This design comes from an exercise in tuning for small area on the open sky130 flow, not from production work.
Only simulation tests tie the RTL to the original design; equivalence was not proved.
Power figures rest on the tool's default switching activity, not on a simulated workload.

==> design/flow/design.v <==
module heddle (
    input  wire        clk,
    input  wire        rst_n,
    input  wire        bus_wr,
    input  wire        bus_rd,
    input  wire [4:0]  bus_addr,
    input  wire [31:0] bus_wdata,
    output reg  [31:0] bus_rdata,
    output wire [6:0]  prog_addr,
    input  wire [23:0] prog_data,
    input  wire [41:0] pin_in,
    output reg  [41:0] pin_out,
    output reg  [41:0] pin_oe,
    input  wire        angle_evt,
    input  wire        time_evt,
    output reg         wake,
    output reg         irq,
    output reg         fault_evt
);
    localparam A_CTRL = 5'd0,  A_DIV  = 5'd1,  A_REGION = 5'd2, A_SMAP0 = 5'd3,
               A_SMAP1 = 5'd4, A_SAFE = 5'd5,  A_STAT   = 5'd6, A_CNT   = 5'd7,
               A_TLOAD = 5'd8, A_MASK0 = 5'd9, A_PAT0   = 5'd10, A_MASK1 = 5'd11,
               A_PAT1 = 5'd12, A_TXQ  = 5'd15, A_RXQ    = 5'd16, A_EVT   = 5'd17;
    localparam S_STOPPED = 2'd0, S_RUN = 2'd1, S_WAIT = 2'd2, S_FAULTED = 2'd3;
    localparam F_NONE = 3'd0, F_ILLEGAL = 3'd1, F_BADPC = 3'd2, F_QUEUE = 3'd4;
    localparam M_EXEC = 2'd0, M_STALL = 2'd1, M_HOLD = 2'd2;
    localparam OP_NOP = 4'h0, OP_SAMPLE = 4'h1, OP_DRIVE = 4'h2, OP_AWAIT = 4'h3,
               OP_COUNT = 4'h4, OP_SHIFT = 4'h5, OP_EMIT = 4'h6, OP_TAKE = 4'h7,
               OP_BRANCH = 4'h8, OP_MATCH = 4'h9, OP_TIMEOUT = 4'hA, OP_SIGNAL = 4'hB;
    reg        en;
    reg [3:0]  split;
    reg        autocatch;
    reg [4:0]  catch_len_f;
    reg [23:0] d_reg;
    reg [6:0]  base;
    reg [7:0]  len;
    reg [6:0]  start, wrap;
    reg [63:0] smap;
    reg [7:0]  safe_lev, safe_oe;
    reg [15:0] creload, tload;
    reg [31:0] mask0, pat0, mask1, pat1;
    reg [4:0]  thread;
    reg        wake_en;
    reg [3:0]  txlow, rxhigh;
    reg [15:0] events;
    reg tx_ovf, rx_ovf, underrun, ang_ovr, claim_ref;
    reg [1:0]  state;
    reg [2:0]  fault;
    reg [1:0]  mode;
    reg [18:0] ir;      
    reg [4:0]  hold_cnt;
    reg [6:0]  pc;
    reg        flag, lastout;
    reg        ang_latch, time_latch;
    reg [31:0] sl, cl;
    reg [5:0]  slen, sn, cn;
    reg [15:0] cnt, tcnt;
    reg [7:0]  lev, oe;
    reg [7:0]  prev_in;
    reg [31:0] qmem [0:7];
    reg [2:0]  tx_rp, tx_wp, rx_rp, rx_wp;
    reg [3:0]  tx_cnt, rx_cnt;
    wire [3:0] txcap = {split[2:0], 1'b0};
    wire [3:0] rxcap = 4'd8 - txcap;
    wire       tx_empty = (tx_cnt == 4'd0);
    wire       tx_full  = (tx_cnt == txcap);
    wire       rx_full  = (rx_cnt == rxcap);
    wire [5:0] catch_len = (catch_len_f == 5'd0) ? 6'd32 : {1'b0, catch_len_f};
    wire       running = (state == S_RUN) || (state == S_WAIT);
    reg  [23:0] rdiv;
    wire        hcyc = ~|rdiv[23:8];
    wire [8:0]  rlo  = {1'b0, rdiv[7:0]} + {1'b0, d_reg[7:0]};
    wire [15:0] rhs  = hcyc ? d_reg[23:8] : rdiv[23:8];
    wire [15:0] rhi  = (hcyc && rlo[8]) ? rhs : rhs - 16'd1;
    reg [7:0] slot_in;
    wire [63:0] pin_ext = {22'd0, pin_in};
    integer k, j, p;
    always @* begin
        for (k = 0; k < 8; k = k + 1)
        begin
            slot_in[k] = smap[8*k + 7];
            for (p = 0; p < 42; p = p + 1)
                slot_in[k] = slot_in[k] ^ (pin_in[p] & (smap[8*k +: 3] == p % 8) & (smap[8*k + 3 +: 3] == p / 8));
        end
    end
    reg [7:0] s_lo [0:7];
    reg [5:0] s_hi [0:7];
    reg [5:0] s_ho [0:7];
    reg [5:0] s_he [0:7];
    reg [7:0] vo, ve;
    always @* begin
        for (k = 0; k < 8; k = k + 1) begin
            vo[k] = (running ? lev[k] : safe_lev[k]) ^ smap[8*k + 7];
            ve[k] = running ? oe[k] : safe_oe[k];
            for (j = 0; j < 8; j = j + 1)
                s_lo[k][j] = (smap[8*k +: 3] == j);
            for (j = 0; j < 6; j = j + 1)
            begin
                s_hi[k][j] = smap[8*k + 6] && (smap[8*k + 3 +: 3] == j);
                s_ho[k][j] = s_hi[k][j] & vo[k];
                s_he[k][j] = s_hi[k][j] & ve[k];
            end
        end
        pin_out = 42'd0;
        pin_oe  = 42'd0;
        for (p = 0; p < 42; p = p + 1)
            for (k = 0; k < 8; k = k + 1) begin
                pin_out[p] = pin_out[p] | (s_ho[k][p / 8] & s_lo[k][p % 8]);
                pin_oe[p]  = pin_oe[p]  | (s_he[k][p / 8] & s_lo[k][p % 8]);
            end
    end
    assign prog_addr = base + pc;
    wire [23:0] cur_ir = (mode == M_EXEC) ? prog_data : {ir[18:15], 5'd0, ir[14:0]};
    wire [3:0]  op     = cur_ir[23:20];
    wire [9:0]  arg    = cur_ir[9:0];
    wire        first  = (mode == M_EXEC);
    wire        t_fire = (tcnt == 16'd1);
    wire [7:0]  pc_p1  = {1'b0, pc} + 8'd1;
    wire [6:0]  pc_seq = (pc_p1 == len) ? wrap : pc_p1[6:0];
    reg  [31:0] tx_head, rxq_word;
    always @* begin
        tx_head = 32'd0;
        rxq_word = 32'd0;
        tx_head = qmem[tx_rp];
        rxq_word = qmem[rx_rp];
    end
    wire        cnt_z   = (cnt == 16'd0);
    wire [15:0] cnt_m1  = cnt - 16'd1;
    reg        illegal;
    reg        x_fault;
    reg [2:0]  x_fault_code;
    reg        x_done, x_stall;
    reg [6:0]  x_pc;
    reg        x_flag_we, x_flag;
    reg [7:0]  x_lev, x_oe;
    reg [31:0] x_cl, x_sl;
    reg [5:0]  x_cn, x_sn, x_slen;
    reg [15:0] x_cnt;
    reg        x_t_load;
    reg [15:0] x_t_val;
    reg        x_rx_push;
    reg [31:0] x_rx_data;
    reg        x_tx_pop;
    reg        x_set_rxovf, x_set_underrun;
    reg        x_ang_clr, x_time_clr;
    reg        x_signal, x_irq;
    reg [3:0]  x_sig_num;
    reg        x_lastout;
    reg        met, cond, bitv;
    reg [31:0] sl_use;
    reg [5:0]  sn_use;
    reg [5:0]  pos;
    reg [2:0]  s;
    always @* begin
        case (op)
            OP_NOP:    illegal = |arg;
            OP_SAMPLE: illegal = |(arg & ~10'h017);
            OP_DRIVE:  illegal = |(arg & ~10'h30F);
            OP_AWAIT:
                case (arg[9:7])
                    3'd0:    illegal = |arg[6:4];
                    3'd1:    illegal = (|arg[6:5]) || (arg[4:3] == 2'b00);
                    3'd2, 3'd3, 3'd4: illegal = |arg[6:0];
                    3'd5:    illegal = |arg[6:1];
                    default: illegal = 1'b1;
                endcase
            OP_COUNT:
                case (arg[9:8])
                    2'b00:   illegal = 1'b0;
                    2'b11:   illegal = 1'b1;
                    default: illegal = |arg[7:0];
                endcase
            OP_SHIFT:  illegal = |arg[9:5];
            OP_EMIT:   illegal = |arg[9:2];
            OP_TAKE:   illegal = (|arg[9:7]) || (arg[5:0] > 6'd32);
            OP_BRANCH: illegal = (arg[9:7] == 3'd7);
            OP_MATCH:
                case (arg[9:8])
                    2'b00:   illegal = |arg[7:1];
                    2'b01:   illegal = |arg[7:3];
                    default: illegal = 1'b1;
                endcase
            OP_TIMEOUT: illegal = arg[9] && (|arg[8:0]);
            OP_SIGNAL:  illegal = (|arg[7:4]) || arg[9];
            default:    illegal = 1'b1;
        endcase
        x_fault = 1'b0;
        x_fault_code = F_NONE;
        x_done = 1'b0;
        x_stall = 1'b0;
        x_pc = pc_seq;
        x_flag_we = 1'b0;
        x_flag = flag;
        x_lev = lev;
        x_oe = oe;
        x_cl = cl;
        x_cn = cn;
        x_sl = sl;
        x_sn = sn;
        x_slen = slen;
        x_cnt = cnt;
        x_t_load = 1'b0;
        x_t_val = 16'd0;
        x_rx_push = 1'b0;
        x_rx_data = cl;
        x_tx_pop = 1'b0;
        x_set_rxovf = 1'b0;
        x_set_underrun = 1'b0;
        x_ang_clr = 1'b0;
        x_time_clr = 1'b0;
        x_signal = 1'b0;
        x_irq = 1'b0;
        x_sig_num = arg[3:0];
        x_lastout = lastout;
        met = 1'b0;
        cond = 1'b0;
        bitv = 1'b0;
        sl_use = sl;
        sn_use = sn;
        pos = 6'd0;
        s = arg[2:0];
        if (first && illegal) begin
            x_fault = 1'b1;
            x_fault_code = F_ILLEGAL;
        end else begin
            if (first && cur_ir[19])
                x_lev[7:4] = cur_ir[18:15];
            case (op)
                OP_NOP: x_done = 1'b1;
                OP_SAMPLE: begin
                    x_done = 1'b1;
                    if (cn == 6'd32) begin
                        x_set_rxovf = 1'b1;
                    end else begin
                        pos = arg[4] ? {1'b0, ~cn[4:0]} : cn;
                        x_cl[pos[4:0]] = slot_in[s];
                        x_cn = cn + 6'd1;
                        if (autocatch && x_cn == catch_len) begin
                            if (rxcap == 4'd0) begin
                                x_fault = 1'b1;
                                x_fault_code = F_QUEUE;
                            end else begin
                                if (rx_full) begin
                                    x_set_rxovf = 1'b1;
                                end else begin
                                    x_rx_push = 1'b1;
                                    x_rx_data = x_cl;
                                end
                                x_cl = 32'd0;
                                x_cn = 6'd0;
                            end
                        end
                    end
                end
                OP_DRIVE: begin
                    x_done = 1'b1;
                    x_lev[s] = arg[3];
                    if (arg[9])
                        x_oe[s] = arg[8];
                end
                OP_AWAIT: begin
                    case (arg[9:7])
                        3'd0: met = (slot_in[s] == arg[3]);
                        3'd1: met = (arg[3] && !prev_in[s] && slot_in[s]) ||
                                    (arg[4] && prev_in[s] && !slot_in[s]);
                        3'd2: begin
                            met = cnt_z;
                            if (!met)
                                x_cnt = cnt_m1;
                        end
                        3'd3: begin
                            met = ang_latch;
                            x_ang_clr = ang_latch;
                        end
                        3'd4: begin
                            met = time_latch;
                            x_time_clr = time_latch;
                        end
                        default: begin
                            if (arg[0] ? (rxcap == 4'd0) : (txcap == 4'd0)) begin
                                x_fault = 1'b1;
                                x_fault_code = F_QUEUE;
                            end
                            met = arg[0] ? !rx_full : !tx_empty;
                        end
                    endcase
                    if (met) begin
                        x_done = 1'b1;
                        x_flag_we = 1'b1;
                        x_flag = 1'b0;
                    end else if (t_fire) begin
                        x_done = 1'b1;
                    end else begin
                        x_stall = 1'b1;
                    end
                end
                OP_COUNT: begin
                    x_done = 1'b1;
                    case (arg[9:8])
                        2'b00: x_cnt = {8'd0, arg[7:0]};
                        2'b01: x_cnt = creload;
                        default: begin
                            x_cnt = cnt_z ? 16'd0 : cnt_m1;
                            x_flag_we = 1'b1;
                            x_flag = cnt_z || (cnt == 16'd1);
                        end
                    endcase
                end
                OP_SHIFT: begin
                    if (sn == slen) begin
                        if (txcap == 4'd0) begin
                            x_fault = 1'b1;
                            x_fault_code = F_QUEUE;
                        end else if (tx_empty) begin
                            x_set_underrun = 1'b1;
                            if (t_fire)
                                x_done = 1'b1;
                            else
                                x_stall = 1'b1;
                        end else begin
                            x_tx_pop = 1'b1;
                            sl_use = tx_head;
                            sn_use = 6'd0;
                        end
                    end
                    if (!x_fault && !x_stall && !x_done) begin
                        x_done = 1'b1;
                        pos = arg[4] ? {1'b0, ~sn[4:0]} : sn;
                        if (x_tx_pop)
                            bitv = (arg[4] ? tx_head[31] : tx_head[0]) ^ arg[3];
                        else
                            bitv = sl[pos[4:0]] ^ arg[3];
                        x_lev[s] = bitv;
                        x_lastout = bitv;
                        x_sl = sl_use;
                        x_sn = sn_use + 6'd1;
                    end
                end
                OP_EMIT: begin
                    if (rxcap == 4'd0) begin
                        x_fault = 1'b1;
                        x_fault_code = F_QUEUE;
                    end else if (rx_full && !arg[1]) begin
                        if (t_fire)
                            x_done = 1'b1;
                        else
                            x_stall = 1'b1;
                    end else begin
                        x_done = 1'b1;
                        if (rx_full)
                            x_set_rxovf = 1'b1;
                        else
                            x_rx_push = 1'b1;
                        x_rx_data = cl;
                        if (arg[0]) begin
                            x_cl = 32'd0;
                            x_cn = 6'd0;
                        end
                    end
                end
                OP_TAKE: begin
                    if (txcap == 4'd0) begin
                        x_fault = 1'b1;
                        x_fault_code = F_QUEUE;
                    end else if (tx_empty) begin
                        if (arg[6]) begin
                            x_done = 1'b1;
                            x_flag_we = 1'b1;
                            x_flag = 1'b1;
                        end else if (t_fire) begin
                            x_done = 1'b1;
                        end else begin
                            x_stall = 1'b1;
                        end
                    end else begin
                        x_done = 1'b1;
                        x_tx_pop = 1'b1;
                        x_sl = tx_head;
                        x_sn = 6'd0;
                        x_slen = (arg[5:0] == 6'd0) ? 6'd32 : arg[5:0];
                        if (arg[6]) begin
                            x_flag_we = 1'b1;
                            x_flag = 1'b0;
                        end
                    end
                end
                OP_BRANCH: begin
                    case (arg[9:7])
                        3'd0: cond = 1'b1;
                        3'd1: cond = flag;
                        3'd2: cond = !flag;
                        3'd3: cond = (sn == slen);
                        3'd4: cond = (cn >= catch_len);
                        3'd5: cond = slot_in[0];
                        default: cond = !slot_in[0];
                    endcase
                    if (cond) begin
                        if ({1'b0, arg[6:0]} >= len) begin
                            x_fault = 1'b1;
                            x_fault_code = F_BADPC;
                        end else begin
                            x_done = 1'b1;
                            x_pc = arg[6:0];
                        end
                    end else begin
                        x_done = 1'b1;
                    end
                end
                OP_MATCH: begin
                    x_done = 1'b1;
                    x_flag_we = 1'b1;
                    if (arg[9:8] == 2'b00)
                        x_flag = arg[0] ? ((cl & mask1) == pat1) : ((cl & mask0) == pat0);
                    else
                        x_flag = (slot_in[s] != lastout);
                end
                OP_TIMEOUT: begin
                    x_done = 1'b1;
                    x_t_load = 1'b1;
                    x_t_val = arg[9] ? tload : {7'd0, arg[8:0]};
                end
                OP_SIGNAL: begin
                    x_done = 1'b1;
                    x_signal = 1'b1;
                    x_irq = arg[8];
                end
                default: x_done = 1'b1;
            endcase
        end
    end
    wire region_usable = (len != 8'd0) && ({1'b0, start} < len) &&
                         ({1'b0, wrap} < len) && ({1'b0, pc} < len);
    wire wr_ctrl   = bus_wr && bus_addr == A_CTRL;
    wire wr_region = bus_wr && bus_addr == A_REGION;
    wire wr_smap0  = bus_wr && bus_addr == A_SMAP0;
    wire wr_smap1  = bus_wr && bus_addr == A_SMAP1;
    wire wr_stat   = bus_wr && bus_addr == A_STAT;
    wire wr_txq    = bus_wr && bus_addr == A_TXQ;
    wire wr_evt    = bus_wr && bus_addr == A_EVT;
    wire rd_rxq    = bus_rd && bus_addr == A_RXQ;
    wire do_restart = wr_ctrl && bus_wdata[1] && (state == S_STOPPED || state == S_FAULTED);
    wire split_ok   = wr_ctrl && (bus_wdata[7:4] <= 4'd4) && (state == S_STOPPED) &&
                      (bus_wdata[7:4] != split);
    wire do_flush   = (wr_ctrl && bus_wdata[2]) || split_ok;
    wire [3:0] txcap_new = split_ok ? {bus_wdata[6:4], 1'b0} : txcap;
    wire [7:0] r_len   = bus_wdata[15:8];
    wire [6:0] r_start = bus_wdata[22:16];
    wire [6:0] r_wrap  = bus_wdata[30:24];
    wire r_usable  = (r_len != 8'd0) && ({1'b0, r_start} < r_len) &&
                     ({1'b0, r_wrap} < r_len) && ({1'b0, pc} < r_len);
    wire region_ok = (r_len <= 8'd128) && (!running || r_usable);
    wire       smap_wr = bus_wr && (bus_addr == A_SMAP0 || bus_addr == A_SMAP1);
    wire       smap_h  = bus_addr[2];
    reg [3:0]  w_ref;
    reg [7:0]  smap_we, smap_refused;
    always @* begin
        for (k = 0; k < 4; k = k + 1) begin
            w_ref[k] = (bus_wdata[8*k +: 6] >= 6'd42);
            for (j = 0; j < 8; j = j + 1)
                if (smap[8*j + 6] && smap[8*j +: 6] == bus_wdata[8*k +: 6] &&
                    !(j == k && !smap_h) && !(j == k + 4 && smap_h))
                    w_ref[k] = 1'b1;
            for (j = 0; j < 4; j = j + 1)
                if (j != k && bus_wdata[8*j + 6] && bus_wdata[8*j +: 6] == bus_wdata[8*k +: 6])
                    w_ref[k] = 1'b1;
            w_ref[k] = w_ref[k] && bus_wdata[8*k + 6] && smap_wr;
        end
        smap_we      = smap_wr ? (smap_h ? 8'hF0 : 8'h0F) : 8'h00;
        smap_refused = {w_ref & {4{smap_h}}, w_ref & {4{!smap_h}}};
    end
    wire ex_act   = hcyc && running && en && (mode != M_HOLD) && !x_fault;
    wire tx_push  = wr_txq && !tx_full;
    wire tx_pop   = ex_act && x_tx_pop;
    wire rx_push  = ex_act && x_rx_push;
    wire rx_pop   = rd_rxq && (rx_cnt != 4'd0);
    wire [3:0] tx_cnt_nx = do_flush ? 4'd0 : tx_cnt + {3'd0, tx_push} - {3'd0, tx_pop};
    wire [3:0] rx_cnt_nx = do_flush ? 4'd0 : rx_cnt + {3'd0, rx_push} - {3'd0, rx_pop};
    wire [3:0] tx_rp_p1 = {1'b0, tx_rp} + 4'd1;
    wire [3:0] tx_wp_p1 = {1'b0, tx_wp} + 4'd1;
    wire [3:0] rx_rp_p1 = {1'b0, rx_rp} + 4'd1;
    wire [3:0] rx_wp_p1 = {1'b0, rx_wp} + 4'd1;
    always @* begin
        case (5'd31)
            A_CTRL:   bus_rdata = {18'd0, catch_len_f, autocatch, split, 3'd0, en};
            A_DIV:    bus_rdata = {8'd0, d_reg};
            A_REGION: bus_rdata = {1'b0, wrap, 1'b0, start, len, 1'b0, base};
            A_SMAP0:  bus_rdata = smap[31:0];
            A_SMAP1:  bus_rdata = smap[63:32];
            A_SAFE:   bus_rdata = {16'd0, safe_oe, safe_lev};
            A_STAT:   bus_rdata = {6'd0, claim_ref, ang_ovr, underrun, rx_ovf, tx_ovf,
                                   rx_cnt, tx_cnt, pc, flag, fault, state};
            A_CNT:    bus_rdata = {creload, cnt};
            A_TLOAD:  bus_rdata = {16'd0, tload};
            A_MASK0:  bus_rdata = mask0;
            A_PAT0:   bus_rdata = pat0;
            A_MASK1:  bus_rdata = mask1;
            A_PAT1:   bus_rdata = pat1;
            A_RXQ:    bus_rdata = (rx_cnt != 4'd0) ? rxq_word : 32'd0;
            A_EVT:    bus_rdata = {events, 2'd0, rxhigh, txlow, wake_en, thread};
            default:  bus_rdata = 32'd0;
        endcase
        bus_rdata = ({32{bus_addr == A_CTRL}} & {18'd0, catch_len_f, autocatch, split, 3'd0, en}) |
            ({32{bus_addr == A_DIV}} & {8'd0, d_reg}) |
            ({32{bus_addr == A_REGION}} & {1'b0, wrap, 1'b0, start, len, 1'b0, base}) |
            ({32{bus_addr == A_SMAP0}} & smap[31:0]) |
            ({32{bus_addr == A_SMAP1}} & smap[63:32]) |
            ({32{bus_addr == A_SAFE}} & {16'd0, safe_oe, safe_lev}) |
            ({32{bus_addr == A_STAT}} & {6'd0, claim_ref, ang_ovr, underrun, rx_ovf, tx_ovf,
                                   rx_cnt, tx_cnt, pc, flag, fault, state}) |
            ({32{bus_addr == A_CNT}} & {creload, cnt}) |
            ({32{bus_addr == A_TLOAD}} & {16'd0, tload}) |
            ({32{bus_addr == A_MASK0}} & mask0) |
            ({32{bus_addr == A_PAT0}} & pat0) |
            ({32{bus_addr == A_MASK1}} & mask1) |
            ({32{bus_addr == A_PAT1}} & pat1) |
            ({32{bus_addr == A_EVT}} & {events, 2'd0, rxhigh, txlow, wake_en, thread});
        for (k = 0; k < 8; k = k + 1)
            bus_rdata = bus_rdata | (qmem[k] & {32{bus_addr == A_RXQ && rx_cnt != 4'd0 && rx_rp == k}});
    end
    always @(posedge clk) begin
        for (k = 0; k < 8; k = k + 1)
            qmem[k] <= (bus_wdata & {32{tx_push && tx_wp == k}}) |
                       (x_rx_data & {32{rx_push && rx_wp == k}}) |
                       (qmem[k] & {32{!(tx_push && tx_wp == k) && !(rx_push && rx_wp == k)}});
        if (hcyc)
            prev_in <= slot_in;
        if (ex_act && x_tx_pop)
            sl <= tx_head;
        if (ex_act && x_stall)
            ir <= {cur_ir[23:20], cur_ir[14:0]};
        if (ex_act && !x_stall)
            hold_cnt <= cur_ir[14:10];
        else if (hcyc && running && en && mode == M_HOLD)
            hold_cnt <= hold_cnt - 5'd1;
    end
    always @(posedge clk) begin
        if (!rst_n) begin
            en <= 1'b0;
            split <= 4'd2;
            autocatch <= 1'b0;
            catch_len_f <= 5'd0;
            d_reg <= 24'h000100;
            rdiv <= 24'h0000FF;
            base <= 7'd0;
            len <= 8'd0;
            start <= 7'd0;
            wrap <= 7'd0;
            smap <= 64'h3F3F3F3F_3F3F3F3F;
            safe_lev <= 8'd0;
            safe_oe <= 8'd0;
            creload <= 16'd0;
            tload <= 16'd0;
            mask0 <= 32'd0;
            pat0 <= 32'd0;
            mask1 <= 32'd0;
            pat1 <= 32'd0;
            thread <= 5'd0;
            wake_en <= 1'b0;
            txlow <= 4'd0;
            rxhigh <= 4'd8;
            events <= 16'd0;
            tx_ovf <= 1'b0;
            rx_ovf <= 1'b0;
            underrun <= 1'b0;
            ang_ovr <= 1'b0;
            claim_ref <= 1'b0;
            state <= S_STOPPED;
            fault <= F_NONE;
            mode <= M_EXEC;
            pc <= 7'd0;
            flag <= 1'b0;
            lastout <= 1'b0;
            ang_latch <= 1'b0;
            time_latch <= 1'b0;
            cl <= 32'd0;
            slen <= 6'd32;
            sn <= 6'd32;
            cn <= 6'd0;
            cnt <= 16'd0;
            tcnt <= 16'd0;
            lev <= 8'd0;
            oe <= 8'd0;
            tx_rp <= 3'd0;
            tx_wp <= 3'd0;
            rx_rp <= 3'd4;
            rx_wp <= 3'd4;
            tx_cnt <= 4'd0;
            rx_cnt <= 4'd0;
            wake <= 1'b0;
            irq <= 1'b0;
            fault_evt <= 1'b0;
        end else begin
            irq <= 1'b0;
            fault_evt <= 1'b0;
            rdiv <= {rhi, hcyc ? rlo[7:0] : rdiv[7:0]};
            if (wr_ctrl) begin
                en <= bus_wdata[0];
                autocatch <= bus_wdata[8];
                catch_len_f <= bus_wdata[13:9];
                if (split_ok)
                    split <= bus_wdata[7:4];
            end
            if (bus_wr && bus_addr == A_DIV && bus_wdata[23:0] >= 24'h000100)
                d_reg <= bus_wdata[23:0];
            if (wr_region && region_ok) begin
                base <= bus_wdata[6:0];
                len <= r_len;
                start <= r_start;
                wrap <= r_wrap;
            end
            for (k = 0; k < 8; k = k + 1)
                if (smap_we[k] && !smap_refused[k])
                    smap[8*k +: 8] <= bus_wdata[8*(k%4) +: 8];
            if (|w_ref)
                claim_ref <= 1'b1;
            if (bus_wr && bus_addr == A_SAFE) begin
                safe_lev <= bus_wdata[7:0];
                safe_oe <= bus_wdata[15:8];
            end
            if (bus_wr && bus_addr == A_CNT)
                creload <= bus_wdata[31:16];
            if (bus_wr && bus_addr == A_TLOAD)
                tload <= bus_wdata[15:0];
            if (bus_wr && bus_addr == A_MASK0) mask0 <= bus_wdata;
            if (bus_wr && bus_addr == A_PAT0)  pat0 <= bus_wdata;
            if (bus_wr && bus_addr == A_MASK1) mask1 <= bus_wdata;
            if (bus_wr && bus_addr == A_PAT1)  pat1 <= bus_wdata;
            if (wr_stat) begin
                if (bus_wdata[21]) tx_ovf <= 1'b0;
                if (bus_wdata[22]) rx_ovf <= 1'b0;
                if (bus_wdata[23]) underrun <= 1'b0;
                if (bus_wdata[24]) ang_ovr <= 1'b0;
                if (bus_wdata[25]) claim_ref <= 1'b0;
            end
            if (wr_evt) begin
                thread <= bus_wdata[4:0];
                wake_en <= bus_wdata[5];
                txlow <= bus_wdata[9:6];
                rxhigh <= bus_wdata[13:10];
                events <= events & ~bus_wdata[31:16];
            end
            if (wr_txq && tx_full)
                tx_ovf <= 1'b1;
            if (angle_evt) begin
                ang_latch <= 1'b1;
                if (ang_latch && !(ex_act && x_ang_clr))
                    ang_ovr <= 1'b1;
            end else if (ex_act && x_ang_clr) begin
                ang_latch <= 1'b0;
            end
            if (time_evt)
                time_latch <= 1'b1;
            else if (ex_act && x_time_clr)
                time_latch <= 1'b0;
            if (hcyc) begin
                case (state)
                    S_STOPPED: begin
                        if (en) begin
                            if (region_usable) begin
                                state <= S_RUN;
                                mode <= M_EXEC;
                                lev <= safe_lev;
                                oe <= safe_oe;
                            end else begin
                                state <= S_FAULTED;
                                fault <= F_BADPC;
                                en <= 1'b0;
                                fault_evt <= 1'b1;
                            end
                        end
                    end
                    S_RUN, S_WAIT: begin
                        if (!en) begin
                            state <= S_STOPPED;
                            mode <= M_EXEC;
                        end else if (mode == M_HOLD) begin
                            if (hold_cnt == 5'd1)
                                mode <= M_EXEC;
                            if (tcnt != 16'd0)
                                tcnt <= tcnt - 16'd1;
                            if (t_fire)
                                flag <= 1'b1;
                        end else if (x_fault) begin
                            state <= S_FAULTED;
                            fault <= x_fault_code;
                            en <= 1'b0;
                            fault_evt <= 1'b1;
                            mode <= M_EXEC;
                        end else begin
                            lev <= x_lev;
                            oe <= x_oe;
                            cl <= x_cl;
                            cn <= x_cn;
                            sn <= x_sn;
                            slen <= x_slen;
                            cnt <= x_cnt;
                            lastout <= x_lastout;
                            if (x_flag_we)
                                flag <= x_flag;
                            else if (t_fire)
                                flag <= 1'b1;
                            if (x_t_load)
                                tcnt <= x_t_val;
                            else if (tcnt != 16'd0)
                                tcnt <= tcnt - 16'd1;
                            if (x_set_rxovf)
                                rx_ovf <= 1'b1;
                            if (x_set_underrun)
                                underrun <= 1'b1;
                            if (x_signal) begin
                                events[x_sig_num] <= 1'b1;
                                irq <= x_irq;
                            end
                            if (x_stall) begin
                                state <= S_WAIT;
                                mode <= M_STALL;
                            end else begin
                                state <= S_RUN;
                                pc <= x_pc;
                                if (cur_ir[14:10] != 5'd0) begin
                                    mode <= M_HOLD;
                                end else begin
                                    mode <= M_EXEC;
                                end
                            end
                        end
                    end
                    default: ;
                endcase
            end
            if (do_restart) begin
                state <= S_STOPPED;
                fault <= F_NONE;
                mode <= M_EXEC;
                pc <= start;
                cl <= 32'd0;
                cn <= 6'd0;
                slen <= 6'd32;
                sn <= 6'd32;
                cnt <= 16'd0;
                tcnt <= 16'd0;
                flag <= 1'b0;
                lastout <= 1'b0;
                ang_latch <= 1'b0;
                time_latch <= 1'b0;
            end
            if (do_flush) begin
                tx_rp <= 3'd0;
                tx_wp <= 3'd0;
                rx_rp <= txcap_new[2:0];
                rx_wp <= txcap_new[2:0];
            end else begin
                if (tx_pop) tx_rp <= (tx_rp_p1 == txcap) ? 3'd0 : tx_rp_p1[2:0];
                if (tx_push) tx_wp <= (tx_wp_p1 == txcap) ? 3'd0 : tx_wp_p1[2:0];
                if (rx_pop) rx_rp <= (rx_rp_p1 == 4'd8) ? txcap[2:0] : rx_rp_p1[2:0];
                if (rx_push) rx_wp <= (rx_wp_p1 == 4'd8) ? txcap[2:0] : rx_wp_p1[2:0];
            end
            tx_cnt <= tx_cnt_nx;
            rx_cnt <= rx_cnt_nx;
            wake <= wake_en && (((tx_cnt_nx <= txlow) && (tx_cnt > txlow)) ||
                                ((rx_cnt_nx >= rxhigh) && (rx_cnt < rxhigh)) ||
                                (ex_act && x_signal));
        end
    end
endmodule
==> design/flow/run.sh <==
#!/bin/bash
# synth_recipe.tcl (not shown) runs the flow's synth.tcl, then flattens the netlist and writes it again
# the make line also repeats each setting of config.mk as NAME=value (left out here)
make -C /OpenROAD-flow-scripts/flow DESIGN_CONFIG=/design/flow/config.mk WORK_HOME=/design/flow/orfs CLKGATE_MAP_FILE= SYNTH_SCRIPT=/design/flow/synth_recipe.tcl finish
==> design/flow/config.mk <==
export PLATFORM = sky130hd
export DESIGN_NAME = heddle
export DESIGN_NICKNAME = heddle
export VERILOG_FILES = /design/flow/design.v
export SDC_FILE = /design/flow/constraint.sdc
export NUM_CORES = 4
export LEC_CHECK = 0
export ABC_AREA = 1
export CAP_MARGIN = 20
export CORE_MARGIN = 2
export CORE_UTILIZATION = 30
export PLACE_DENSITY = 0.5
export SLEW_MARGIN = 20
==> design/flow/constraint.sdc <==
create_clock -name core_clock -period 10.0 [get_ports {clk}]
set_input_delay 2.0000 -clock core_clock [delete_from_list [all_inputs] [get_ports {clk}]]
set_output_delay 2.0000 -clock core_clock [all_outputs]
set_load 0.01 [all_outputs]
==> results of run 1 <==
cells by family after synthesis:
family / Yosys count / share of synthesized area (%)
xor+xnor: 165 / 2.58
flops: 822 / 30.4
buf+inv: 1469 / 10.3
fa+ha+maj: 145 / 3.28
mux: 4 / 0.0711
simple gates: 3253 / 25.2
compound gates: 2503 / 28.2
layer usage:
metal  GRT usage (%)  part of all wire [%]  up-vias
li1                -                     -    29600
met1            50.7                    38    33700
met2            60.6                    41     5457
met3            10.0                    11     1542
met4            32.6                   9.7       16
met5               0                 0.028        -
final timing paths:
path,to,slack [ns],depth (start not counted)
setup reg to reg,wake$_SDFF_PN0_,2.63,35
hold reg to reg,qmem[4][14]$_DFF_P_,0.47,2
setup / recovery,bus_rdata[9],1.17,16
hold / removal,qmem[4][14]$_DFF_P_,0.47,2
cell usage in the layout (no fill, tap or decap), types with 37 or more instances in the layout:
cell type,count
nand2_1,1710
inv_1,807
dfxtp_1,757
a21oi_1,691
o21ai_0,617
nand3_1,563
nor2_1,486
o22ai_1,287
buf_4,263
clkdlybuf4s50_1,227
o221ai_1,217
o211ai_1,207
a221oi_1,193
ha_1,140
nand4_1,130
xor2_1,123
nor3_1,120
clkbuf_16,103
nor4_1,70
clkinv_1,66
edfxtp_1,64
o2111ai_1,58
inv_2,47
xnor2_1,37
area by class of cell:
type                    count  area (um^2)
clock buffers             132         2800
repair buffers            502         4380
diodes                     16         40.0
well taps                2480         3100
inverters                 916         3450
clock inverters            58          729
multi-input cells        6070        33600
fillers                 20100       121000
flip-flops and latches    822        17100
per-stage QoR:
step           total power [mW]  worst slack, ns  utilization (%)  cell area [um^2]
4_1_cts                    8.60             1.37             35.0             65100
2_1_floorplan              4.11             2.18                -             56300
6_report                   8.64             1.17             35.1             65200
3_3_place_gp               4.64             1.33             33.1             61600
3_5_place_dp               4.65             1.41             33.2             61600
5_1_grt                    8.84             1.15             35.1             65200
where the power goes:
group	internal (mW)	leakage, nW	switching (mW)	total (mW)
clock	2.27	1.72	1.73	4.01
combinational	0.303	16.2	0.849	1.15
sequential	3.41	6.71	0.0722	3.48
worst max-delay path, stage by stage:
cell,delay [ns]
clkdlybuf4s50_1,0.71
buf_4,0.30
inv_1,0.31
nor2_1,0.08
inv_1,0.14
nor2_1,0.07
buf_4,0.18
clkinv_1,0.07
buf_4,0.23
o21ai_0,0.15
a221oi_1,0.50
nand3_1,0.13
a2111oi_0,0.84
buf_4,0.24
nand4_1,0.25
clkdlybuf4s50_1,0.58
Yosys cell counts (75+ instances only):
library cell / count / area share [%]
a21oi_1: 692 / 6.2
a221oi_1: 193 / 3.0
buf_2: 102 / 0.91
clkbuf_1: 399 / 2.7
dfxtp_1: 758 / 27
ha_1: 141 / 3.1
inv_1: 813 / 5.4
nand2_1: 1716 / 11
nand3_1: 564 / 5.0
nand4_1: 130 / 1.4
nor2_1: 495 / 3.3
nor3_1: 140 / 1.2
nor4_1: 75 / 0.83
o211ai_1: 207 / 2.8
o21ai_0: 618 / 5.5
o221ai_1: 217 / 3.4
o22ai_1: 287 / 3.2
xor2_1: 127 / 2.0
==> run summary, run 1 <==
- Status: finished clean
- Measured slew at the worst slew-check pin: 1.40 ns
- Yosys warning total: 6
- CTS Buf Count: 102
- Hold Violations, Final: 0
- Synth unique cells: 80
- Flops & latches, synth: 822
- Die Y: 437 um
- DP HPWL: 302000 um
- Die area: 0.191 mm^2
- Worst hold start: qmem[4][14]$_DFF_P_
- WL final: 409000 um
- Syn_nets: 8615
- Root buf cell: clkbuf_16
- RSZ-0062 raised after global routing: false
- Max-Cap Viols: 0
- Largest registers: qmem: 256 flops, smap: 64 flops
- Layout area overhead: 15.9%
- Setup_tns: 0 ns
- Final antenna-violating net count: 0
- Async set-reset flop share out of synthesis: 0%
- # resized after CTS: 0
- P_leak: 24.6 nW
- Vias in the first global route: 63.4k
- Nets@finish: 8668
- Initial DRC count: 11.2k
- Startpoint Class: primary input
- Crit path required time: 8.00 ns
- TritonCTS clock tree: done
- Final critical-path share of the clock period: 88.3%
- Synthesized area per cell: 6.73 um^2
- GR Overflow Total: 0
- Tmin final: 8.83 ns
- Clock sinks: 822
- Worst rel slew slack: 5.87%
- Largest register FFs: 256
- First-pass DRT Iterations: 10
- Critical-path maximum fanout: 14
- Share of layout cells above drive strength 1: 7.74%
- GP Congestion: 1.06
- Crit path kind: primary input to output port
- Crit path DAT: 6.83 ns
- Ys flop type: dfxtp_1
- Fmax: 0.113 GHz
- Largest Register: qmem
- Hold_ws: 0.467 ns
- Register area share after synthesis: 30.4%
- Bufs on Longest Clock Path: 3
- Initial antenna violation count: 26
- Placed insts: 10.8k
- Pwr Density: 133 mW/mm^2
- Per-cell routed wire length: 37.2 um
- Port bufs: 234
- Layout Cells excl Fill: 11.0k
- Hold WC Path Type: flop to flop
- VDD IR max: 0.000145 V
- Worst reg2reg startpoint: smap[1]$_SDFFE_PN1P_
- Largest net degree at the start of global routing: 98
- Number of H-tree levels: 3
- Post-CTS Setup Inserts: 0
- GRT Overall Usage: 41.0%
- Remaining DRCs: 0
- Hold Buf Count CTS: 0
- Starting Density: 30.3%
- CP startpoint: bus_addr[2]
- # setup viols final: 0
- # IOs: 235
- Core ar.: 0.186 mm^2
- Worst setup EP type: output port
- Vias per cell: 6.39
- Clock Skew: 0.125 ns
- Clk Latency, worst-skew pair: 0.81 ns
- Synth Cell Area: 0.0563 mm^2
- Post-Syn Instances: 8361
- EDFF count, synth: 64
- Vias after detailed routing: 70.2k
- Rows: 158
- Clock-pin transition on the worst setup and hold timing paths: 0.07 ns
- First-pass GRT wire length: 549000 um
- Final Max Tran Viols: 0
- Die Wd: 437 um
==> inputs of run 2 (changes only) <==
==> design/flow/flow/run.sh (new file) <==
#!/bin/bash
# Standard layout, with these changes that only affect how the layout is made:
#  - synthesis maps logic with an area-oriented ABC script (flow/abc_area.script);
#    registers come from the same dfflibmap step, so names and cells are unchanged
#  - input/output port buffers use sky130_fd_sc_hd__buf_1
#  - CTS inserts no dummy loads, and clusters up to 20 sinks on a clkbuf_16
#  - placement repairs slew and capacitance with the 10% margins of config.mk;
#    the steps from CTS on repair them with 40% margins (global-route parasitics),
#    to leave headroom for the routed wires
set -uo pipefail
status=0
rm -rf scripts_mod
cp -r "$FLOW_HOME/scripts" scripts_mod
cp flow/abc_area.script scripts_mod/abc_area.script
common=(
  SCRIPTS_DIR="$PWD/scripts_mod"
  ABC_AREA=1
  BUFFER_PORTS_ARGS="-buffer_cell sky130_fd_sc_hd__buf_1"
  CTS_ARGS="-sink_clustering_enable -repair_clock_nets -dont_use_dummy_load -buf_list sky130_fd_sc_hd__clkbuf_16 -sink_clustering_size 20 -sink_clustering_max_diameter 80"
)
bash standard.sh place "${common[@]}" > make_place.log 2>&1 || status=$?
if [[ $status -eq 0 ]]; then
  bash standard.sh finish "${common[@]}" SLEW_MARGIN=40 CAP_MARGIN=40 > make.log 2>&1 || status=$?
  tail -20 make.log
else
  tail -20 make_place.log
fi
exit $status
==> design/flow/flow/abc_area.script (new file) <==
&get -n
&st
&dc2
&dc2
&dc2
&dch -f
&nf -a -R 1000
&put
==> design/flow/standard.sh (new file) <==
#!/bin/bash
# synth_recipe.tcl (not shown) runs the flow's synth.tcl, then flattens the netlist and writes it again
# the make line also repeats each setting of config.mk as NAME=value (left out here)
make -C /OpenROAD-flow-scripts/flow DESIGN_CONFIG=/design/flow/config.mk WORK_HOME=/design/flow/orfs CLKGATE_MAP_FILE= SYNTH_SCRIPT=/design/flow/synth_recipe.tcl "${@:-finish}"
--- a/design/flow/config.mk
+++ b/design/flow/config.mk
@@ -6,8 +6,9 @@
 export NUM_CORES = 4
 export LEC_CHECK = 0
 export ABC_AREA = 1
-export CAP_MARGIN = 20
+export CAP_MARGIN = 10
 export CORE_MARGIN = 2
 export CORE_UTILIZATION = 30
+export GPL_TIMING_DRIVEN = 0
 export PLACE_DENSITY = 0.5
-export SLEW_MARGIN = 20
+export SLEW_MARGIN = 10
removed: design/flow/run.sh
==> run summary, run 2 <==
- Largest Register: qmem
- Vias after detailed routing: 61.4k (-13%)
- Async set-reset flop share out of synthesis: 0% (unchanged)
- Measured slew at the worst slew-check pin: 1.00 ns (-0.397 ns)
- Starting Density: 30.2% (-0.082 points)
- RR Endpoint: wake$_SDFF_PN0_
- Vias in the first global route: 55.2k (-13%)
- Syn_nets: 6425 (-25%)
- Largest cells by area after synthesis: dfxtp_1 (30%), nand2_1 (6.0%), o21ai_0 (5.6%)
- GP Congestion: 1.05 (-0.62%)
- CP peak stage delay: 0.92 ns (+0.08 ns)
- Stages on the worst setup path: 27 (+11)
- Synth Cell Area: 0.0498 mm^2 (-11%)
- Layout area overhead: 17.7%
- # setup viols final: 0 (unchanged)
- Yosys top cell area share: 30.4% (+3.5 points)
- Largest net degree at the start of global routing: 71 (-28%)
- Clock sinks: 822 (unchanged)
- Yosys warning total: 6 (unchanged)
- Hold Violations, Final: 0 (unchanged)
- Hold WC Path Type: flop to flop
- Largest register FFs: 256 (unchanged)
- Flops & latches, synth: 822 (unchanged)
- Number of H-tree levels: 2 (-1)
- Worst rel slew slack: 32.8% (+27 points)
- Hold_ws: 0.475 ns (+0.00842 ns)
- Crit path required time: 10.50 ns (+2.50 ns)
- Worst setup EP type: flop
- # IOs: 235 (unchanged)
- Clock-pin transition on the worst setup and hold timing paths: 0.09 ns (+0.02 ns)
- Leading area contributor after synthesis: dfxtp_1
- VDD IR max: 0.000145 V (+0.15%)
- Bufs on Longest Clock Path: 3 (unchanged)
- CP startpoint: smap[0]$_SDFFE_PN1P_
- Fmax: 0.103 GHz (-9.0%)
- Crit path DAT: 10.20 ns (+3.37 ns)
- Max-Cap Viols: 0 (unchanged)
- Layout Cells excl Fill: 8831 (-20%)
- Port bufs: 234 (unchanged)
- P_leak: 19.8 nW (-20%)
- First-pass GRT wire length: 459000 um (-16%)
- Largest registers: qmem: 256 flops, smap: 64 flops
- Die area: 0.169 mm^2 (-11%)
- Setup_tns: 0 ns (unchanged)
- Root buf cell: clkbuf_16
- Per-cell routed wire length: 38.1 um (+2.5%)
- GRT Overall Usage: 37.9% (-3.1 points)
- CP endpoint: wake$_SDFF_PN0_
- Post-Syn Instances: 6171 (-26%)
- CTS Buf Count: 59 (-42%)
- Clk Latency, worst-skew pair: 0.74 ns (-0.07 ns)
- Die Y: 412 um (-5.8%)
- Register area share after synthesis: 34.3% (+3.9 points)
- TritonCTS clock tree: done
- Initial antenna violation count: 24 (-7.7%)
- Share of layout cells above drive strength 1: 8.00% (+0.26 points)
- Pwr Density: 116 mW/mm^2 (-13%)
- Core ar.: 0.165 mm^2 (-11%)
- Vias per cell: 6.96 (+8.9%)
- Commonest non-fill, non-tap cells in the layout: nand2_1 (798), dfxtp_1 (727), o21ai_0 (556)
- Buf+Inv Stages, Crit Path: 3 (-6)
- GR Overflow Total: 0 (unchanged)
- Ys flop type: dfxtp_1
- Initial DRC count: 11.7k (+4.7%)
- Worst reg2reg startpoint: smap[0]$_SDFFE_PN1P_
- Synthesized area per cell: 8.08 um^2 (+20%)
- Synth unique cells: 65 (-19%)
- EDFF count, synth: 64 (unchanged)
- RSZ-0062 raised after global routing: false
- Nets@finish: 6890 (-21%)
- CP dominant cell by count: o21ai_0
- Startpoint Class: flop
- Post-CTS Setup Inserts: 0 (unchanged)
- Status: finished clean
- Post-synth top cells: nand2_1 (802), dfxtp_1 (758), o21ai_0 (558)
- Commonest non-fill, non-tap cell in the layout: nand2_1
- Remaining DRCs: 0 (unchanged)
- Final antenna-violating net count: 0 (unchanged)
- Die Wd: 412 um (-5.8%)
- Tmin final: 9.70 ns (+0.873 ns)
- Slowest CP cell: dfxtp_1
- Clock Skew: 0.121 ns (-0.00398 ns)
- Rows: 149 (-5.7%)
- Critical-path maximum fanout: 33 (+19)
- Top-count cell post-synth: nand2_1
- Final Max Tran Viols: 0 (unchanged)
- R2R Setup Slk: 0.30 ns (-2.33 ns)
- Worst Reg-to-Reg Cells: 27 (-23%)
- Top delay family on crit path: simple AND/OR/NAND/NOR gates
- Final critical-path share of the clock period: 97.0% (+8.7 points)
- Placed insts: 8738 (-19%)
- First-pass DRT Iterations: 13 (+3)
- WL final: 337000 um (-18%)
- DP HPWL: 245000 um (-19%)
- Crit path kind: flop to flop
[run 2: cell count changes after synthesis, moves of 89 or more]
| cell | before | now |
|---|---|---|
| nand2_1 | 1716 | 802 |
| clkinv_1 | 58 | 182 |
| buf_2 | 102 | 0 |
| mux2i_1 | 4 | 93 |
| clkbuf_1 | 399 | 0 |
| o221ai_1 | 217 | 23 |
| a22oi_1 | 8 | 344 |
| a222oi_1 | 0 | 224 |
| nand3_1 | 564 | 241 |
| inv_1 | 813 | 0 |
| xnor2_1 | 37 | 146 |
| a21oi_1 | 692 | 475 |
[run 2: kinds of logic (layout without fill, tap and decap cells)]
logic type | count (synthesis) | after routing | share of synthesized area, %
compound gates | 2563 | 2563 | 34.5
simple gates | 2079 | 2079 | 18.8
flops | 822 | 822 | 34.3
xor+xnor | 242 | 242 | 4.25
buf+inv | 183 | 646 | 1.38
fa+ha+maj | 145 | 145 | 3.70
mux | 137 | 137 | 3.04
other cells | 0 | 8 | 0
[run 2: layout make-up]
| type | count | area [um^2] |
|---|---|---|
| multi-input combinational | 5166 | 33200 |
| clock buffer | 59 | 1480 |
| buffer | 1 | 3.75 |
| inverter | 182 | 706 |
| sequential | 822 | 17100 |
| antenna | 8 | 20.0 |
| timing repair buffer | 404 | 3410 |
| fill | 17300 | 106000 |
| tap | 2189 | 2740 |
[run 2: how the worst min path moves through the flow]
stage,from,to,slack (ns),cells after the start
floorplan,fault[1]$_SDFFE_PP0P_,fault[1]$_SDFFE_PP0P_,0.42,2
global placement,events[15]$_SDFF_PN0_,events[15]$_SDFF_PN0_,0.45,2
global route,events[13]$_SDFF_PN0_,events[13]$_SDFF_PN0_,0.49,2
detailed placement,rdiv[7]$_SDFFE_PN1P_,rdiv[7]$_SDFFE_PN1P_,0.45,2
CTS,events[14]$_SDFF_PN0_,events[14]$_SDFF_PN0_,0.47,2
finish,events[15]$_SDFF_PN0_,events[15]$_SDFF_PN0_,0.48,2
[run 2: worst reg2reg max path: cells and delay by family (launching register included)]
family                   cells  cell delay [ns]
AND/OR/NAND/NOR             10             3.23
buffers and inverters        3             1.19
AO/OA/AOI/OAI                7             1.57
adder cells (fa/ha/maj)      4             1.50
flip-flops                   1             0.92
XOR/XNOR                     3             1.08
[run 2: metrics by stage]
step	instance area (um^2)	util, %	power [mW]	setup slack (ns)
final	58600	35.5	6.79	0.300
after detailed placement	56400	34.2	4.50	-2.29
after CTS	58000	35.1	6.75	0.0934
after global placement	53500	32.4	4.45	-12.73
after floorplan	49800	-	4.01	1.13
after global routing	58600	35.5	6.95	0.0892
[run 2: report_power, final]
group	leakage, nW	internal, mW	switching, mW
Clock	0.727	1.03	1.28
Sequential	6.70	3.41	0.0895
Combinational	12.4	0.293	0.687
[run 2: metal layers]
metal / share of wire [%] / vias to the layer above / track usage [%] / wire length [um]
li1: - / 25500 / - / -
met1: 37 / 29700 / 47.1 / 124000
met2: 42 / 5012 / 56.1 / 140000
met3: 13 / 1235 / 10.8 / 42500
met4: 8.9 / 24 / 27.0 / 29900
met5: 0.046 / - / 0 / 155
[run 2: repair_timing]
item | in CTS | in global routing
resized for setup | 12 | 2
hold buffers | 0 | 0
pin swaps | 0 | 0
endpoints found under the setup margin | 1 | 1
==> inputs of run 3 (changes only) <==
--- a/design/flow/flow/run.sh
+++ b/design/flow/flow/run.sh
@@ -4,7 +4,7 @@
 #    registers come from the same dfflibmap step, so names and cells are unchanged
 #  - input/output port buffers use sky130_fd_sc_hd__buf_1
 #  - CTS inserts no dummy loads, and clusters up to 20 sinks on a clkbuf_16
-#  - placement repairs slew and capacitance with the 10% margins of config.mk;
+#  - placement repairs slew and capacitance with the 0% margins of config.mk;
 #    the steps from CTS on repair them with 40% margins (global-route parasitics),
 #    to leave headroom for the routed wires
 set -uo pipefail
--- a/design/flow/config.mk
+++ b/design/flow/config.mk
@@ -6,9 +6,9 @@
 export NUM_CORES = 4
 export LEC_CHECK = 0
 export ABC_AREA = 1
-export CAP_MARGIN = 10
+export CAP_MARGIN = 0
 export CORE_MARGIN = 2
 export CORE_UTILIZATION = 30
 export GPL_TIMING_DRIVEN = 0
 export PLACE_DENSITY = 0.5
-export SLEW_MARGIN = 10
+export SLEW_MARGIN = 0
==> run summary, run 3 <==
- # setup viols final: 0 (unchanged)
- Clock sinks: 822 (unchanged)
- Bufs on Longest Clock Path: 3 (unchanged)
- Setup WS pre-CTS: -2.32 ns (-0.0325 ns)
- Flop pwr share: 51.9% (+0.4 points)
- Layout Cells excl Fill: 8818 (-0.15%)
- Synth unique cells: 65 (unchanged)
- Clk Latency, worst-skew pair: 0.76 ns (+0.02 ns)
- Yosys warning total: 6 (unchanged)
- DP HPWL: 244000 um (-0.48%)
- Crit path kind: flop to flop
- Commonest non-fill, non-tap cell in the layout: nand2_1
- Internal power: 4.70 mW (-0.88%)
- Initial antenna violation count: 21 (-13%)
- Switch share: 30.3% (+0.045 points)
- Setup_tns: 0 ns (unchanged)
- GR Overflow Total: 0 (unchanged)
- Flops & latches, synth: 822 (unchanged)
- Number of H-tree levels: 2 (unchanged)
- Largest cells by area after synthesis: dfxtp_1 (30%), nand2_1 (6.0%), o21ai_0 (5.6%)
- Largest net degree at the start of global routing: 71 (unchanged)
- RR Endpoint: wake$_SDFF_PN0_
- Comb power frac: 14.5% (about the same)
- Largest registers: qmem: 256 flops, smap: 64 flops
- Largest register FFs: 256 (unchanged)
- Cell area after layout: 0.0585 mm^2 (-0.30%)
- Synthesized area per cell: 8.08 um^2 (unchanged)
- Per-cell routed wire length: 38.3 um (+0.34%)
- Largest Register: qmem
- First-pass DRT Iterations: 14 (+1)
- Final core utilization: 35.4% (-0.11 points)
- Area after DPL: 0.0562 mm^2 (-0.46%)
- Clock Skew: 0.136 ns (+0.0146 ns)
- Synth Cell Area: 0.0498 mm^2 (unchanged)
- Core ar.: 0.165 mm^2 (unchanged)
- EDFF count, synth: 64 (unchanged)
- TritonCTS clock tree: done
- R2R Setup Slk: 0.21 ns (-0.09 ns)
- Worst hold start: events[14]$_SDFF_PN0_
- M1 WL: 125000 um (+0.85%)
- Register area share after synthesis: 34.3% (unchanged)
- Worst Hold End: events[14]$_SDFF_PN0_
- Power consumption: 6.74 mW (-0.81%)
- Worst Reg-to-Reg Cells: 27 (unchanged)
- Ys flop type: dfxtp_1
- Max-Cap Viols: 0 (unchanged)
- Post-synth top cells: nand2_1 (802), dfxtp_1 (758), o21ai_0 (558)
- Nets@finish: 6876 (-0.20%)
- Placed insts: 8719 (-0.22%)
- Vias per cell: 6.98 (+0.40%)
- Clock-pin transition on the worst setup and hold timing paths: 0.09 ns (about the same)
- Hold_ws: 0.467 ns (-0.00819 ns)
- Crit path DAT: 10.30 ns (+0.10 ns)
- Hold Buf Count CTS: 0 (unchanged)
- Syn_nets: 6425 (unchanged)
- CTS Buf Count: 57 (-3.4%)
- Worst setup margin: 0.206 ns (-0.0942 ns)
- Max Used Layer: met5
- Commonest non-fill, non-tap cells in the layout: nand2_1 (798), dfxtp_1 (726), o21ai_0 (556)
- Yosys top cell area share: 30.4% (unchanged)
- Hold Violations, Final: 0 (unchanged)
- Final antenna-violating net count: 0 (unchanged)
- WL met3: 41900 um (-1.5%)
- Remaining DRCs: 0 (unchanged)
- Async set-reset flop share out of synthesis: 0% (unchanged)
- Hold WC Path Type: flop to flop
- Tmin final: 9.79 ns (+0.0942 ns)
- RSZ-0062 raised after global routing: false
- GP Congestion: 1.05 (unchanged)
- First-pass GRT wire length: 459000 um (about the same)
- GRT Overall Usage: 37.9% (about the same)
- Fmax: 0.102 GHz (-0.96%)
- Initial DRC count: 11.6k (-0.85%)
- Leading area contributor after synthesis: dfxtp_1
- Status: finished clean
- Measured slew at the worst slew-check pin: 1.14 ns (+0.142 ns)
- Root buf cell: clkbuf_16
- # IOs: 235 (unchanged)
- Startpoint Class: flop
- Pwr Density: 115 mW/mm^2 (-0.51%)
- WL final: 338000 um (+0.20%)
- Vias after detailed routing: 61.6k (+0.26%)
- Die Wd: 412 um (unchanged)
- Die Y: 412 um (unchanged)
- Worst setup EP type: flop
- P_leak: 19.7 nW (-0.33%)
- Worst reg2reg startpoint: smap[0]$_SDFFE_PN1P_
- Critical-path maximum fanout: 33 (unchanged)
- VDD IR max: 0.000148 V (+2.5%)
- Clock power frac: 33.6% (-0.4 points)
- Post-Syn Instances: 6171 (unchanged)
- Worst rel slew slack: 23.3% (-9.5 points)
- Share of layout cells above drive strength 1: 7.70% (-0.30 points)
- Sw Pwr: 2.04 mW (-0.67%)
- Crit path required time: 10.51 ns (about the same)
- Die area: 0.169 mm^2 (unchanged)
- Worst hold stages: 2 (unchanged)
- Layout area overhead: 17.3%
- Final Max Tran Viols: 0 (unchanged)
- Rows: 149 (unchanged)
- Port bufs: 234 (unchanged)
- Starting Density: 30.2% (unchanged)
- Routed wl met2: 140000 um (-0.12%)
- Final critical-path share of the clock period: 97.9% (+0.94 points)
- Vias in the first global route: 54.8k (-0.66%)
- Top-count cell post-synth: nand2_1
-- run 3: cell counts after synthesis --
No cell type changed its count.
-- run 3: worst max path at each step --
stage,cells past startpoint,end,slack (ns),startpoint
finish,27,wake$_SDFF_PN0_,0.21,smap[0]$_SDFFE_PN1P_
global route,29,wake$_SDFF_PN0_,0.02,prog_data[9]
detailed placement,30,wake$_SDFF_PN0_,-2.32,prog_data[1]
floorplan,13,cl[0]$_SDFFE_PP0P_,1.13,prog_data[4]
global placement,5,state[0]$_SDFFE_PP0P_,-12.73,rst_n
CTS,28,wake$_SDFF_PN0_,0.007,smap[2]$_SDFFE_PN1P_
-- run 3: timing repair --
action	4_1_cts	5_1_grt
setup endpoints to repair	1	0
gates resized for setup	9	0
setup buffers	0	0
hold endpoints to repair	0	0
-- run 3: layout make-up --
cell class                 instances  area, um^2
fill                           17300      107000
multi-input combinational       5166       33100
sequential                       822       17100
timing repair buffer             392        3310
tap                             2189        2740
clock buffer                      57        1430
inverter                         182         702
antenna                            9        22.5
buffer                             1        3.75
-- run 3: critical path, cell delays in order, from the launching register on --
cell and delay, ns:
dfxtp_1 0.90, clkinv_2 0.50, nor3_1 0.77, a222oi_1 0.30, nor3_1 0.27, a21oi_1 0.09
xnor2_1 0.17, xnor2_1 0.71, o21ai_0 0.25, or3_1 0.40, nand2_1 0.16, or3_2 0.49
nor2_1 0.12, nand2_1 0.69, clkinv_4 0.59, ha_1 0.52, clkinv_1 0.08, ha_1 0.22
fa_1 0.42, xnor2_1 0.21, nor2_1 0.09, ha_1 0.29, nand2_1 0.05, o21ai_0 0.12
o21ai_0 0.17, a31oi_4 0.42, o21ai_0 0.22, and3_1 0.25
-- run 3: cells by family (layout without fill, tap and decap cells) --
group                    after synthesis  in the layout  synth area share (%)
AO/OA/AOI/OAI                       2563           2563                  34.5
AND/OR/NAND/NOR                     2079           2079                  18.8
flip-flops                           822            822                  34.3
XOR/XNOR                             242            242                  4.25
buffers and inverters                183            632                  1.38
adder cells (fa/ha/maj)              145            145                  3.70
multiplexers                         137            137                  3.04
other                                  0              9                     0
-- run 3: routing by layer --
layer | vias to the layer above | GRT usage (%)
met1 | 29800 | 47.4
met4 | 26 | 26.7
met3 | 1253 | 10.1
met2 | 5025 | 56.4
met5 | - | 0
li1 | 25500 | -
-- run 3: power by group through the flow --
stage                     combinational (mW)  clock (mW)  sequential [mW]
final                                  0.976        2.26             3.50
after global routing                    1.02        2.38             3.51
after CTS                              0.924        2.27             3.49
after detailed placement               0.919           0             3.57
after global placement                 0.886           0             3.57
after floorplan                        0.482           0             3.53
==> inputs of run 4 (changes only) <==
--- a/design/flow/flow/run.sh
+++ b/design/flow/flow/run.sh
@@ -3,7 +3,7 @@
 #  - synthesis maps logic with an area-oriented ABC script (flow/abc_area.script);
 #    registers come from the same dfflibmap step, so names and cells are unchanged
 #  - input/output port buffers use sky130_fd_sc_hd__buf_1
-#  - CTS inserts no dummy loads, and clusters up to 20 sinks on a clkbuf_16
+#  - CTS inserts no dummy loads, and clusters up to 12 sinks on a clkbuf_8
 #  - placement repairs slew and capacitance with the 0% margins of config.mk;
 #    the steps from CTS on repair them with 40% margins (global-route parasitics),
 #    to leave headroom for the routed wires
@@ -16,7 +16,7 @@
   SCRIPTS_DIR="$PWD/scripts_mod"
   ABC_AREA=1
   BUFFER_PORTS_ARGS="-buffer_cell sky130_fd_sc_hd__buf_1"
-  CTS_ARGS="-sink_clustering_enable -repair_clock_nets -dont_use_dummy_load -buf_list sky130_fd_sc_hd__clkbuf_16 -sink_clustering_size 20 -sink_clustering_max_diameter 80"
+  CTS_ARGS="-sink_clustering_enable -repair_clock_nets -dont_use_dummy_load -buf_list sky130_fd_sc_hd__clkbuf_8 -sink_clustering_size 12 -sink_clustering_max_diameter 50"
 )
 bash standard.sh place "${common[@]}" > make_place.log 2>&1 || status=$?
 if [[ $status -eq 0 ]]; then
==> run summary, run 4 <==
- Status: finished clean
- Register area share after synthesis: 34.3% (unchanged)
- Hold_ws: 0.467 ns (-0.000191 ns)
- Yosys warning total: 6 (unchanged)
- GR Overflow Total: 0 (unchanged)
- Leading area contributor after synthesis: dfxtp_1
- Multi-input combinational cell area: 0.0331 mm^2 (about the same)
- Simple-Gate Fraction of Synth Area: 18.8% (unchanged)
- Measured slew at the worst slew-check pin: 1.11 ns (-0.0363 ns)
- Crit path kind: flop to flop
- # IOs: 235 (unchanged)
- # setup viols final: 0 (unchanged)
- Commonest non-fill, non-tap cell in the layout: nand2_1
- Clk Latency, worst-skew pair: 0.90 ns (+0.14 ns)
- Worst setup EP type: flop
- Largest registers: qmem: 256 flops, smap: 64 flops
- Vias per cell: 6.96 (-0.42%)
- Setup WS pre-CTS: -2.32 ns (unchanged)
- WL final: 339000 um (+0.34%)
- Pwr Density: 116 mW/mm^2 (+0.28%)
- Root buf cell: clkbuf_8
- Cell area after layout: 0.0587 mm^2 (+0.32%)
- Critical-path maximum fanout: 33 (unchanged)
- Synth unique cells: 65 (unchanged)
- Synth Area in Compound Gates: 34.5% (unchanged)
- Worst reg2reg startpoint: smap[0]$_SDFFE_PN1P_
- Final Max Tran Viols: 0 (unchanged)
- Bufs on Longest Clock Path: 3 (unchanged)
- Filler instances: 17.4k (+0.17%)
- Crit path DAT: 10.46 ns (+0.16 ns)
- Worst setup margin: 0.207 ns (+0.00173 ns)
- Setup_tns: 0 ns (unchanged)
- Xor/xnor share of the synthesized area: 4.25% (unchanged)
- Layout area overhead: 17.7%
- Vias after detailed routing: 61.8k (+0.29%)
- Final antenna-violating net count: 0 (unchanged)
- Post-Synth Adder-Cell Area: 3.70% (unchanged)
- Startpoint Class: flop
- Placed insts: 8719 (unchanged)
- Vias in the first global route: 55.4k (+1.0%)
- Max-Cap Viols: 0 (unchanged)
- Number of H-tree levels: 3 (+1)
- FF+latch area: 0.0171 mm^2 (about the same)
- Die Y: 412 um (unchanged)
- Largest family of logic cells by synthesized area: compound AO/OA/AOI/OAI gates
- Nets@finish: 6933 (+0.83%)
- Clock Skew: 0.117 ns (-0.0188 ns)
- Clock sinks: 822 (unchanged)
- Initial antenna violation count: 23 (+9.5%)
- Port bufs: 234 (unchanged)
- Clock-pin transition on the worst setup and hold timing paths: 0.08 ns (about the same)
- DP HPWL: 244000 um (unchanged)
- Die Wd: 412 um (unchanged)
- Ys flop type: dfxtp_1
- Post-synthesis mux area share: 3.04% (unchanged)
- Rows: 149 (unchanged)
- Post-synth top cells: nand2_1 (802), dfxtp_1 (758), o21ai_0 (558)
- Core ar.: 0.165 mm^2 (unchanged)
- Remaining DRCs: 0 (unchanged)
- CTS Buf Count: 111 (+95%)
- Starting Density: 30.2% (unchanged)
- EDFF count, synth: 64 (unchanged)
- Post-Syn Instances: 6171 (unchanged)
- Hold Violations, Final: 0 (unchanged)
- Initial DRC count: 12.0k (+2.9%)
- Worst Reg-to-Reg Cells: 31 (+15%)
- Power consumption: 6.78 mW (+0.60%)
- Worst rel slew slack: 25.9% (+2.6 points)
- Crit path required time: 10.67 ns (+0.16 ns)
- Syn_nets: 6425 (unchanged)
- Tmin final: 9.79 ns (-0.00173 ns)
- Largest net degree at the start of global routing: 71 (unchanged)
- Yosys top cell area share: 30.4% (unchanged)
- RSZ-0062 raised after global routing: false
- Layout Cells excl Fill: 8881 (+0.71%)
- Per-cell routed wire length: 38.1 um (-0.38%)
- Flops & latches, synth: 822 (unchanged)
- First-pass DRT Iterations: 12 (-2)
- Final core utilization: 35.6% (+0.11 points)
- Area after DPL: 0.0562 mm^2 (unchanged)
- Share of layout cells above drive strength 1: 8.49% (+0.79 points)
- Largest Register: qmem
- Worst hold stages: 2 (unchanged)
- VDD IR max: 0.000118 V (-20%)
- Die area: 0.169 mm^2 (unchanged)
- CP startpoint: smap[0]$_SDFFE_PN1P_
- Hold WC Path Type: flop to flop
- Largest cells by area after synthesis: dfxtp_1 (30%), nand2_1 (6.0%), o21ai_0 (5.6%)
- Slowest CP cell: dfxtp_1
- Final critical-path share of the clock period: 97.9% (about the same)
- Top-count cell post-synth: nand2_1
- Worst hold start: events[14]$_SDFF_PN0_
- Commonest non-fill, non-tap cells in the layout: nand2_1 (798), dfxtp_1 (728), o21ai_0 (556)
- First-pass GRT wire length: 461000 um (+0.31%)
- Async set-reset flop share out of synthesis: 0% (unchanged)
- Synthesized area per cell: 8.08 um^2 (unchanged)
- TritonCTS clock tree: done
- CP peak stage delay: 0.91 ns (about the same)
- P_leak: 19.8 nW (+0.55%)
- Hold Buf Count CTS: 0 (unchanged)
- Largest register FFs: 256 (unchanged)
- GP Congestion: 1.05 (unchanged)
- Fmax: 0.102 GHz (about the same)
- Synth Cell Area: 0.0498 mm^2 (unchanged)
- GRT Overall Usage: 38.1% (+0.17 points)
[run 4: report_power, final]
part / switching, mW / total, mW / internal (mW) / leakage (nW)
sequential: 0.0887 / 3.50 / 3.41 / 6.70
combinational: 0.690 / 0.977 / 0.287 / 12.3
clock: 1.33 / 2.30 / 0.971 / 0.798
[run 4: final cells by class]
cell class / instances / share of cell area, %
Sequential cell: 822 / 29.2
Timing Repair inverter: 1 / 0.00853
Buffer: 1 / 0.00640
Clock buffer: 111 / 2.60
Tap cell: 2189 / 4.67
Timing Repair Buffer: 394 / 5.72
Antenna cell: 15 / 0.0640
Inverter: 182 / 1.21
Multi-Input combinational cell: 5166 / 56.5
[run 4: cell families (layout without fill, tap and decap cells)]
family          Yosys count  count (layout)
buf+inv                 183             689
fa+ha+maj               145             145
other cells               0              15
flops                   822             822
simple gates           2079            2079
mux                     137             137
compound gates         2563            2563
xor+xnor                242             242
[run 4: final timing paths]
path / slack [ns] / end
setup reg to reg: 0.21 / wake$_SDFF_PN0_
setup / recovery: 0.21 / wake$_SDFF_PN0_
hold / removal: 0.47 / events[14]$_SDFF_PN0_
hold reg to reg: 0.47 / events[14]$_SDFF_PN0_
[run 4: worst max-delay path, delay by kind of cell, from the launching register on]
family / cells / cell delay (ns)
AOI/OAI and AO/OA: 10 / 2.12
xor gates and xnor gates: 5 / 1.33
adders and majority gates: 3 / 0.84
buffers and inverters: 3 / 1.18
DFF: 1 / 0.91
and+or+nand+nor: 10 / 3.09
[run 4: layer usage]
layer | vias up | global-route usage, % | share of wire, %
li1 | 25500 | - | -
met1 | 29700 | 47.5 | 37
met2 | 5208 | 56.2 | 42
met3 | 1270 | 10.3 | 12
met4 | 18 | 28.0 | 9.1
met5 | - | 0 | 0.039
[run 4: timing repair]
item                                    4_1_cts  5_1_grt
buffers inserted                              0        0
gates resized for setup                       7        2
endpoints found under the setup margin        1        1
cloned                                        0        1
pin swaps                                     0        0

-- port drivers added, routing unchanged --
The results above use ideal ports. As a check the final layouts listed here were re-extracted and re-timed, cells and wires unchanged.
Step 1 assumes that a clkbuf_16 drives the clock port and a buf_2 every other input.
Step 2 times the ports against the registers' clock, not the clock port: input delays grow and output delays shrink by t, the midpoint of the rising clock arrivals with the driver on.
a / b / c = ideal / step 1 / step 2; a / b = the first two.
run | shift t [ns] | setup slack, ns | latest minus earliest clock arrival (ns) | worst slew at a driven data input, ns
run 1 | 0.832 | 1.173 / 1.150 / 1.150 | 0.125 / 0.125 | 0.11
run 2 | 0.756 | 0.300 / 0.300 / -0.338 | 0.121 / 0.121 | 0.14
run 3 | 0.767 | 0.206 / 0.206 / -0.468 | 0.139 / 0.139 | 0.14
run 4 | 0.919 | 0.207 / 0.207 / -0.556 | 0.117 / 0.117 | 0.13
With both steps, setup timing fails in run 2, run 3 and run 4, where it was met with ideal ports. For run 4, which loses most, drivers alone change the setup slack by 0.000 ns; drivers and shift together by -0.763 ns.
